Background: an optimization exercise with open tools, aiming at small area, a short achievable clock period and few clock cycles per item. Do not read the settings as production practice. In this exercise RTL edits were held to simulation tests only and were not proved equivalent to the original. Power figures rest on the tool's default switching activity, not on a simulated workload.

Setup of v22:
## se_int_lane
module se_int_lane (
    input  wire        clk,
    input  wire        rst,
    input  wire        in_valid,
    output wire        in_ready,
    input  wire [2:0]  in_kind,
    input  wire [2:0]  in_fn,
    input  wire [1:0]  in_type,
    input  wire [1:0]  in_round,
    input  wire        in_sat,
    input  wire [31:0] in_x,
    input  wire [31:0] in_y,
    input  wire [31:0] in_z,
    output wire        out_valid,
    output wire [31:0] out_result,
    output wire        out_sat
);
export LEC_CHECK = 0
export ABC_AREA = 1
export CAP_MARGIN = 35
export CORE_MARGIN = 2
export CORE_UTILIZATION = 30
export PLACE_DENSITY = 0.5
export SLEW_MARGIN = 35
create_clock -name core_clock -period 18.0 [get_ports {clk}]
standard.sh (not shown) runs the stock make flow with config.mk's settings and CLKGATE_MAP_FILE= SYNTH_SCRIPT=/design/flow/synth_recipe.tcl, a recipe that flattens the netlist after the stock synthesis.
==> flow/flow/run.sh <==
#!/bin/bash
# Own layout flow: the standard flow with the standard synthesis,
# unchanged, except that
#  - after global placement the port buffers are made buf_2 cells instead of
#    the slow clkdlybuf4s50_1 cells buffer_ports picks (every port keeps its
#    buffer), see swap_ports.tcl;
#  - the timing repair of floorplan, CTS and global routing is asked to
#    reach a setup slack of SETUP_SLACK_MARGIN ns. The clock period and
#    every constraint stay the design's: only the optimisation effort changes.
# Each tool's output goes to a log of its own in this folder.
set -euo pipefail
bash standard.sh synth > synth.log 2>&1
export SETUP_SLACK_MARGIN=13.0
RES="$PWD/orfs/results/sky130hd/se_int_lane/base"
bash standard.sh "$RES/3_3_place_gp.odb" > place_gp.log 2>&1
PORT_ODB="$RES/3_3_place_gp.odb" openroad -no_init -exit flow/swap_ports.tcl > swap_ports.log 2>&1
bash standard.sh finish > layout.log 2>&1
==> flow/flow/swap_ports.tcl <==
# Make the port buffers that buffer_ports inserted (input*, output*) plain
# buf_2 cells instead of clkdlybuf4s50_1. Run on the global placement,
# before resizing and detailed placement.
set odb $::env(PORT_ODB)
read_db $odb
set block [ord::get_db_block]
set buf [[ord::get_db] findMaster sky130_fd_sc_hd__buf_2]
set n 0
foreach inst [$block getInsts] {
  set name [$inst getName]
  if { [regexp {^(input|output)[0-9]+$} $name] &&
       [[$inst getMaster] getName] eq "sky130_fd_sc_hd__clkdlybuf4s50_1" } {
    $inst swapMaster $buf
    incr n
  }
}
puts "port buffers swapped: $n"
write_db $odb
v22 finished end to end and its layout was clean on timing, DRC and antenna.
Testbench counts of v22, summed over its fixed seeds: cycles 40,019, items 32,000.
Inputs modified between v22 and v15:
==> flow/flow/run.sh <==
#!/bin/bash
# Own layout flow: the standard flow, except that the port buffers are
# plain buffers (buf_2) instead of the slow clkdlybuf4s50_1 that
# buffer_ports picks by default. Synthesis is the standard one, unchanged.
set -euo pipefail
bash standard.sh synth > synth.log 2>&1
# Used by the steps after synthesis only (synthesis is already made).
export DONT_USE_CELLS="sky130_fd_sc_hd__clkdlybuf4s50_1 sky130_fd_sc_hd__clkdlybuf4s50_2 \
sky130_fd_sc_hd__clkdlybuf4s25_1 sky130_fd_sc_hd__clkdlybuf4s25_2 \
sky130_fd_sc_hd__clkdlybuf4s15_1 sky130_fd_sc_hd__clkdlybuf4s15_2 \
sky130_fd_sc_hd__clkdlybuf4s18_1 sky130_fd_sc_hd__clkdlybuf4s18_2 \
sky130_fd_sc_hd__buf_1 sky130_fd_sc_hd__clkbuf_1"
bash standard.sh finish > layout.log 2>&1
removed: flow/flow/swap_ports.tcl
==> comparison <==
- v15 ended up with a higher time the worst path needs with I/O delays and setup than v22 did.
- Non-clock buffer count, v22 and v15: higher on v22
- Looking at post-placement worst setup slack, v15 sits below v22.
- v15 against v22: critical path arrival increased by 1210 ps relative to the old numbers, detailed-route wire length on metal 1 now sits lower, clock power moved up, share of the core filled with cells rose 0.46 points, post-layout instance area increased about 1.3%.
- In terms of power drawn by the combinational cells, v22 and v15 differ only marginally.
- v22 -> v15: vias after detailed routing decreased slightly
- Every run (v22 and v15) finished clean.
Input changes introduced in v50 (baseline for comparison: v15):
==> flow/flow/run.sh <==
#!/bin/bash
# Own layout flow: the standard flow with the standard synthesis,
# unchanged, but with the timing repair of floorplan, CTS and global
# routing asked to reach a setup slack of SETUP_SLACK_MARGIN ns. The clock
# period and every constraint stay the design's: only the optimisation
# effort changes. Each tool's output goes to the logs below.
set -euo pipefail
bash standard.sh synth > synth.log 2>&1
export SETUP_SLACK_MARGIN=12.5
bash standard.sh finish > layout.log 2>&1
Findings:
- v50 — area growth from synthesis to final layout 0.59 points higher, v15 as reference
- There was hardly any difference in non-clock inverter total of the final layout between v15 and v50.
- Summary: with v15 as the reference, total detailed-routing wirelength in v50 moved up slightly.
- | total area of multi-input combinational cells | v50 vs v15 | ≈ equal |
[inputs] v47 vs v50
diff --git a/flow/flow/run.sh b/flow/flow/run.sh
--- a/flow/flow/run.sh
+++ b/flow/flow/run.sh
@@ -7,4 +7,4 @@
 set -euo pipefail
 bash standard.sh synth > synth.log 2>&1
-export SETUP_SLACK_MARGIN=12.5
+export SETUP_SLACK_MARGIN=13.0
 bash standard.sh finish > layout.log 2>&1
## What came out
Routed wire length went up slightly going from v50 to v47.
The proportion of power drawn by flip-flops and latches on v47 is in line with that on v50.
[compare] base=v50 new=v47: sequential cell count comparable; final critical-path required period now smaller; HPWL after detailed placement now larger.
Compared with v50, in v47 maximum operating frequency up 9.4%; count of placed standard cells in the final layout, fillers left out stayed essentially flat; worst hold slack neither gained nor lost much.
Inputs modified between v47 and v3:
==> flow/run.sh (new file) <==
#!/bin/bash
# synth_recipe.tcl (not shown) runs the flow's synth.tcl, then flattens the netlist and writes it again
# the make line also repeats each setting of config.mk as NAME=value (left out here)
make -C /OpenROAD-flow-scripts/flow DESIGN_CONFIG=/design/flow/config.mk WORK_HOME=/design/flow/orfs CLKGATE_MAP_FILE= SYNTH_SCRIPT=/design/flow/synth_recipe.tcl finish
removed: flow/flow/run.sh
removed: flow/standard.sh
==> notes.md <==
- | post-route total power | higher: v47 |
- Sequential share of layout area: lower on v47
- v3 -> v47: xor-xnor portion of the synthesized cell area delta 0, exact match
- v3 against v47: buffering stage count on the worst path with inverters included has increased, wire length of the first global-routing pass saw a decrease, area added between synthesis and finish fell by 2.0 points, maximum cell stage delay along the critical path climbed 70 ps.
- Higher global-route usage among v47 and v3: v47
- v3 vs. v47: worst hold slack flat; number of vias after detailed routing lower.

* * *

## job 7214
Another version of the RTL of se_int_lane (not shown whole).
Size: roughly 320 flip-flops, ~150 I/O pins.
clock: 18.0 ns
lec_check: 0
abc_area: 1
cap_margin: 35
core_margin: 2
core_utilization: 30
place_density: 0.5
slew_margin: 35
==> flow/flow/run.sh <==
#!/bin/bash
# Own layout flow: the standard flow with the standard synthesis,
# unchanged, except that
#  - after global placement the port buffers are made buf_2 cells instead of
#    the slow clkdlybuf4s50_1 cells buffer_ports picks (every port keeps its
#    buffer), see swap_ports.tcl;
#  - the timing repair of floorplan, CTS and global routing is asked to
#    reach a setup slack of SETUP_SLACK_MARGIN ns. The clock period and
#    every constraint stay the design's: only the optimisation effort changes.
# Each tool's output goes to a log of its own in this folder.
set -euo pipefail
bash standard.sh synth > synth.log 2>&1
export SETUP_SLACK_MARGIN=14.0
RES="$PWD/orfs/results/sky130hd/se_int_lane/base"
bash standard.sh "$RES/3_3_place_gp.odb" > place_gp.log 2>&1
PORT_ODB="$RES/3_3_place_gp.odb" openroad -no_init -exit flow/swap_ports.tcl > swap_ports.log 2>&1
bash standard.sh finish > layout.log 2>&1
==> flow/flow/swap_ports.tcl <==
# Make the port buffers that buffer_ports inserted (input*, output*) plain
# buf_2 cells instead of clkdlybuf4s50_1. Run on the global placement,
# before resizing and detailed placement.
set odb $::env(PORT_ODB)
read_db $odb
set block [ord::get_db_block]
set buf [[ord::get_db] findMaster sky130_fd_sc_hd__buf_2]
set n 0
foreach inst [$block getInsts] {
  set name [$inst getName]
  if { [regexp {^(input|output)[0-9]+$} $name] &&
       [[$inst getMaster] getName] eq "sky130_fd_sc_hd__clkdlybuf4s50_1" } {
    $inst swapMaster $buf
    incr n
  }
}
puts "port buffers swapped: $n"
write_db $odb
Testbench counts of job 7214, summed over its fixed seeds: cycles 39,847, items 32,000.
Inputs modified between job 7214 and job 7066:
# job 7214
export LEC_CHECK = 0
export ABC_AREA = 1
export CAP_MARGIN = 35
export CORE_MARGIN = 2
export CORE_UTILIZATION = 30
export PLACE_DENSITY = 0.5
export SLEW_MARGIN = 35
create_clock -name core_clock -period 18.0 [get_ports {clk}]
# job 7066
export LEC_CHECK = 0
export ABC_AREA = 1
export CAP_MARGIN = 35
export CORE_MARGIN = 2
export CORE_UTILIZATION = 50
export CTS_BUF_LIST = sky130_fd_sc_hd__clkbuf_16
export PLACE_DENSITY = 0.65
export SLEW_MARGIN = 35
create_clock -name core_clock -period 18.0 [get_ports {clk}]
--- a/flow/flow/run.sh
+++ b/flow/flow/run.sh
@@ -13 +13 @@
-export SETUP_SLACK_MARGIN=14.0
+export SETUP_SLACK_MARGIN=13.4
==> comparison <==
- Job 7066 | stages: all done | timing, DRC, antenna: all pass
- Sequential share of layout area in job 7066 is 3.7 points higher than in job 7214
- Final cycle utilization of the critical path of job 7214 is on par with job 7066.
- NOTE: number of global-route vias before repair in job 7066 falls short of that of job 7214
- Compared with job 7214, job 7066 shows cell area that has gone down by more than 10%.
- Job 7066 reports its highest signal layer in the routed design as met5 while job 7214 reports met4.
- Going from job 7214 to job 7066, routed wire length lost about 12%; total of plain and repair buffers excluding clock buffers lost 47%; first-pass GRT wire length lost 21 mm; number of buffers added for setup after CTS lost 237.
- Number of nets in the final layout on job 7066 is down relative to job 7214.
What job 4137 does differently from job 7066 at the input level:
# job 7066
export LEC_CHECK = 0
export ABC_AREA = 1
export CAP_MARGIN = 35
export CORE_MARGIN = 2
export CORE_UTILIZATION = 50
export CTS_BUF_LIST = sky130_fd_sc_hd__clkbuf_16
export PLACE_DENSITY = 0.65
export SLEW_MARGIN = 35
create_clock -name core_clock -period 18.0 [get_ports {clk}]
# job 4137
export LEC_CHECK = 0
export ABC_AREA = 1
export CAP_MARGIN = 35
export CORE_MARGIN = 2
export CORE_UTILIZATION = 30
export PLACE_DENSITY = 0.5
export SLEW_MARGIN = 35
create_clock -name core_clock -period 18.0 [get_ports {clk}]
--- a/flow/flow/run.sh
+++ b/flow/flow/run.sh
@@ -13 +13 @@
-export SETUP_SLACK_MARGIN=13.4
+export SETUP_SLACK_MARGIN=13.5
### Flow results
- Diff job 7066 -> job 4137: final net count has increased; non-clock buffer count has increased; clock network fraction of design power has increased; final weighted congestion in routability-driven placement has decreased; routed wire length has increased.
- On part of the cycle the worst path needs, job 4137 and job 7066 are neck and neck.
- Going from job 7066 to job 4137, power consumed by combinational cells grows by about 4%.
- Sequential share of power ended up 0.5 points lower on job 4137 than on job 7066.
- NOTE: signed area change from the synthesized netlist to the final layout in job 4137 exceeds that of job 7066
- On maximum frequency, job 4137 does worse than job 7066.
The following lists how job 8844 was set up differently from job 4137:
# job 4137
export LEC_CHECK = 0
export ABC_AREA = 1
export CAP_MARGIN = 35
export CORE_MARGIN = 2
export CORE_UTILIZATION = 30
export PLACE_DENSITY = 0.5
export SLEW_MARGIN = 35
create_clock -name core_clock -period 18.0 [get_ports {clk}]
# job 8844
export LEC_CHECK = 0
export ABC_AREA = 1
export CAP_MARGIN = 35
export CORE_MARGIN = 2
export CORE_UTILIZATION = 50
export CTS_CLUSTER_DIAMETER = 80
export CTS_CLUSTER_SIZE = 24
export PLACE_DENSITY = 0.65
export SLEW_MARGIN = 35
create_clock -name core_clock -period 18.0 [get_ports {clk}]
--- a/flow/flow/run.sh
+++ b/flow/flow/run.sh
@@ -13 +13 @@
-export SETUP_SLACK_MARGIN=13.5
+export SETUP_SLACK_MARGIN=13.4
## What came out
Job 8844 completed every stage of the flow, and the final layout passed the timing, design-rule and antenna checks. Delta(share of cells above drive strength 1, job 8844 - job 4137) < 0. Comparing job 4137 with job 8844, the signal arrival time at the worst endpoint came out essentially unchanged. Taking job 4137 as the reference, in job 8844 total routed wirelength went down by 7.7%; part of the total power dissipated in sequential elements has increased; combinational power now sits lower; highest clock frequency the design can meet flat; power moved down. NOTE global placer's final weighted congestion job 4137->job 8844 increased by a little under 10%. The setup slack of the critical path after layout of job 8844 was superior to that of job 4137. [job 8844] clock network fraction of design power fell 3.7 points relative to job 4137. Between job 8844 and job 4137, final design area excluding fillers is higher for job 4137, job 8844 comes in under that.
--- input diff job 8844..job 1032 ---
# job 8844
export LEC_CHECK = 0
export ABC_AREA = 1
export CAP_MARGIN = 35
export CORE_MARGIN = 2
export CORE_UTILIZATION = 50
export CTS_CLUSTER_DIAMETER = 80
export CTS_CLUSTER_SIZE = 24
export PLACE_DENSITY = 0.65
export SLEW_MARGIN = 35
create_clock -name core_clock -period 18.0 [get_ports {clk}]
# job 1032
export LEC_CHECK = 0
export ABC_AREA = 1
export CAP_MARGIN = 35
export CORE_MARGIN = 2
export CORE_UTILIZATION = 50
export CTS_CLUSTER_DIAMETER = 80
export CTS_CLUSTER_SIZE = 24
export PLACE_DENSITY = 0.65
export SLEW_MARGIN = 35
export TNS_END_PERCENT = 20
create_clock -name core_clock -period 18.0 [get_ports {clk}]
==> comparison <==
- Across both runs, filler cell count in the final layout was higher for job 1032 than for job 8844.
- When the final numbers for job 8844 and job 1032 were put side by side, the area share of buffers outside the clock network turned out to be smaller in job 1032.
- Compared job 8844 against job 1032; count of inverters not on the clock network in the layout within noise.
- Going from job 8844 to job 1032, setup slack lost 0.083 ns, final standard cell count with taps included and fillers excluded decreased about 1.4%, wire length of the first global-routing pass lost 8.9 mm, sequential power closely matched the old numbers, final weighted congestion in routability-driven placement has increased.
- Taking job 8844 as the reference point, the clock-buffer cell count of job 1032 falls by 1.
- Going from job 8844 to job 1032, final routed wirelength across all metal layers decreased about 7%, register-to-register slack shrank by 0.06 ns.
Modified inputs, job 4067 compared to job 1032
# job 1032
export LEC_CHECK = 0
export ABC_AREA = 1
export CAP_MARGIN = 35
export CORE_MARGIN = 2
export CORE_UTILIZATION = 50
export CTS_CLUSTER_DIAMETER = 80
export CTS_CLUSTER_SIZE = 24
export PLACE_DENSITY = 0.65
export SLEW_MARGIN = 35
export TNS_END_PERCENT = 20
create_clock -name core_clock -period 18.0 [get_ports {clk}]
# job 4067
export LEC_CHECK = 0
export ABC_AREA = 1
export CAP_MARGIN = 35
export CORE_MARGIN = 2
export CORE_UTILIZATION = 50
export PLACE_DENSITY = 0.65
export SLEW_MARGIN = 35
create_clock -name core_clock -period 18.0 [get_ports {clk}]
==> notes.md <==
- Summary of job 4067 over job 1032: total global routing track utilization went up 3.0 points, core utilization went up, post-CTS setup buffer count went up.
- The multi-input combinational gate total was comparable across job 4067 and job 1032.
- Against job 1032, job 4067 comes in 890 µm² higher on post-layout instance area.
- Taking job 1032 as the reference, in job 4067 combinational fraction of design power went down by 1.6 points; clock-buffer cell count higher.

* * *

v6:
Starting RTL as in the previous note.
==> flow/config.mk <==
export PLATFORM = sky130hd
export DESIGN_NAME = se_int_lane
export DESIGN_NICKNAME = se_int_lane
export VERILOG_FILES = /design/flow/design.v
export SDC_FILE = /design/flow/constraint.sdc
export NUM_CORES = 4
export LEC_CHECK = 0
export ABC_AREA = 1
export CAP_MARGIN = 35
export CORE_MARGIN = 2
export CORE_UTILIZATION = 50
export CTS_CLUSTER_DIAMETER = 80
export CTS_CLUSTER_SIZE = 24
export PLACE_DENSITY = 0.65
export SLEW_MARGIN = 35
==> flow/constraint.sdc <==
create_clock -name core_clock -period 18.0 [get_ports {clk}]
set_input_delay 3.6000 -clock core_clock [delete_from_list [all_inputs] [get_ports {clk}]]
set_output_delay 3.6000 -clock core_clock [all_outputs]
set_load 0.01 [all_outputs]
==> flow/flow/run.sh <==
#!/bin/bash
# Own layout flow: the standard flow with the standard synthesis,
# unchanged, except that
#  - after global placement the port buffers are made buf_2 cells instead of
#    the slow clkdlybuf4s50_1 cells buffer_ports picks (every port keeps its
#    buffer), see swap_ports.tcl;
#  - the timing repair of floorplan, CTS and global routing is asked to
#    reach a setup slack of SETUP_SLACK_MARGIN ns. The clock period and
#    every constraint stay the design's: only the optimisation effort changes.
# Each tool's output goes to a log of its own in this folder.
set -euo pipefail
bash standard.sh synth > synth.log 2>&1
export SETUP_SLACK_MARGIN=13.25
RES="$PWD/orfs/results/sky130hd/se_int_lane/base"
bash standard.sh "$RES/3_3_place_gp.odb" > place_gp.log 2>&1
PORT_ODB="$RES/3_3_place_gp.odb" openroad -no_init -exit flow/swap_ports.tcl > swap_ports.log 2>&1
bash standard.sh finish > layout.log 2>&1
Scripts as last shown in full above: flow/flow/swap_ports.tcl
Testbench counts of v6, summed over its fixed seeds: cycles 39,847, items 32,000.
Here is what was changed in the inputs of v7 compared with v6.
Settings: CTS_CLUSTER_DIAMETER: 80 -> unset; CTS_CLUSTER_SIZE: 24 -> unset; CAP_MARGIN: 35 -> 15; SLEW_MARGIN: 35 -> 15.
--- a/flow/flow/run.sh
+++ b/flow/flow/run.sh
@@ -12,3 +12,3 @@
 bash standard.sh synth > synth.log 2>&1
-export SETUP_SLACK_MARGIN=13.25
+export SETUP_SLACK_MARGIN=13.4
 RES="$PWD/orfs/results/sky130hd/se_int_lane/base"
==> comparison <==
- v7 finished every stage and its layout cleared the timing, design-rule and antenna checks.
- Area occupied by registers essentially unchanged between v7 and v6.
- From v7 to v6, number of tapcells did not move at all.
- Wire length of the first global-routing pass: higher on v7
- Changes observed in v7 relative to v6: post-route cell area climbed about 4%; actual transition at the worst max-transition pin went up 0.25 ns; number of violations reported at the end of detailed-routing iteration 0 now larger; tightest slew margin relative to the limit -17 points.

==> re-timing with driven ports <==
The flow's constraints put no driver on any port. The routed layouts listed below were extracted and timed again, unchanged, in two steps.
Step 1 (the two cells are an assumption about what drives the block):
set clk [get_ports {clk}]
set_driving_cell -lib_cell sky130_fd_sc_hd__clkbuf_16 $clk
set_driving_cell -lib_cell sky130_fd_sc_hd__buf_2 [delete_from_list [all_inputs] $clk]
Step 2, shift: input delay + t, output delay - t, t = (earliest + latest rising clock arrival at the registers) / 2. This alone moves slack from input paths to output paths.
Slacks: no drivers / after step 1 / after step 2; pairs: no drivers / after step 1.
run | t, ns | setup WS [ns] | cell pins on the clock port's net
v22 | 0.623 | 13.099 / 13.099 / 12.594 | 1
v15 | 0.614 | 11.763 / 11.806 / 11.192 | 1
v50 | 0.613 | 12.581 / 12.623 / 12.010 | 1
v47 | 0.622 | 13.046 / 12.979 / 12.506 | 1
v3 | 0.614 | 11.763 / 11.806 / 11.192 | 1
job 7214 | 0.624 | 13.389 / 13.322 / 12.835 | 1
job 7066 | 0.645 | 13.387 / 13.322 / 12.773 | 1
job 4137 | 0.637 | 13.373 / 13.304 / 12.866 | 1
job 8844 | 0.633 | 13.378 / 13.313 / 12.820 | 1
job 1032 | 0.627 | 13.295 / 13.299 / 12.694 | 1
job 4067 | 0.641 | 13.391 / 13.328 / 12.776 | 1
v6 | 0.628 | 13.288 / 13.222 / 12.737 | 1
v7 | 0.617 | 13.406 / 13.341 / 12.836 | 1
After both steps every run listed still meets setup and hold. The setup slack of job 4067, which loses most, moves by -0.063 ns with the drivers and by -0.615 ns with both steps.
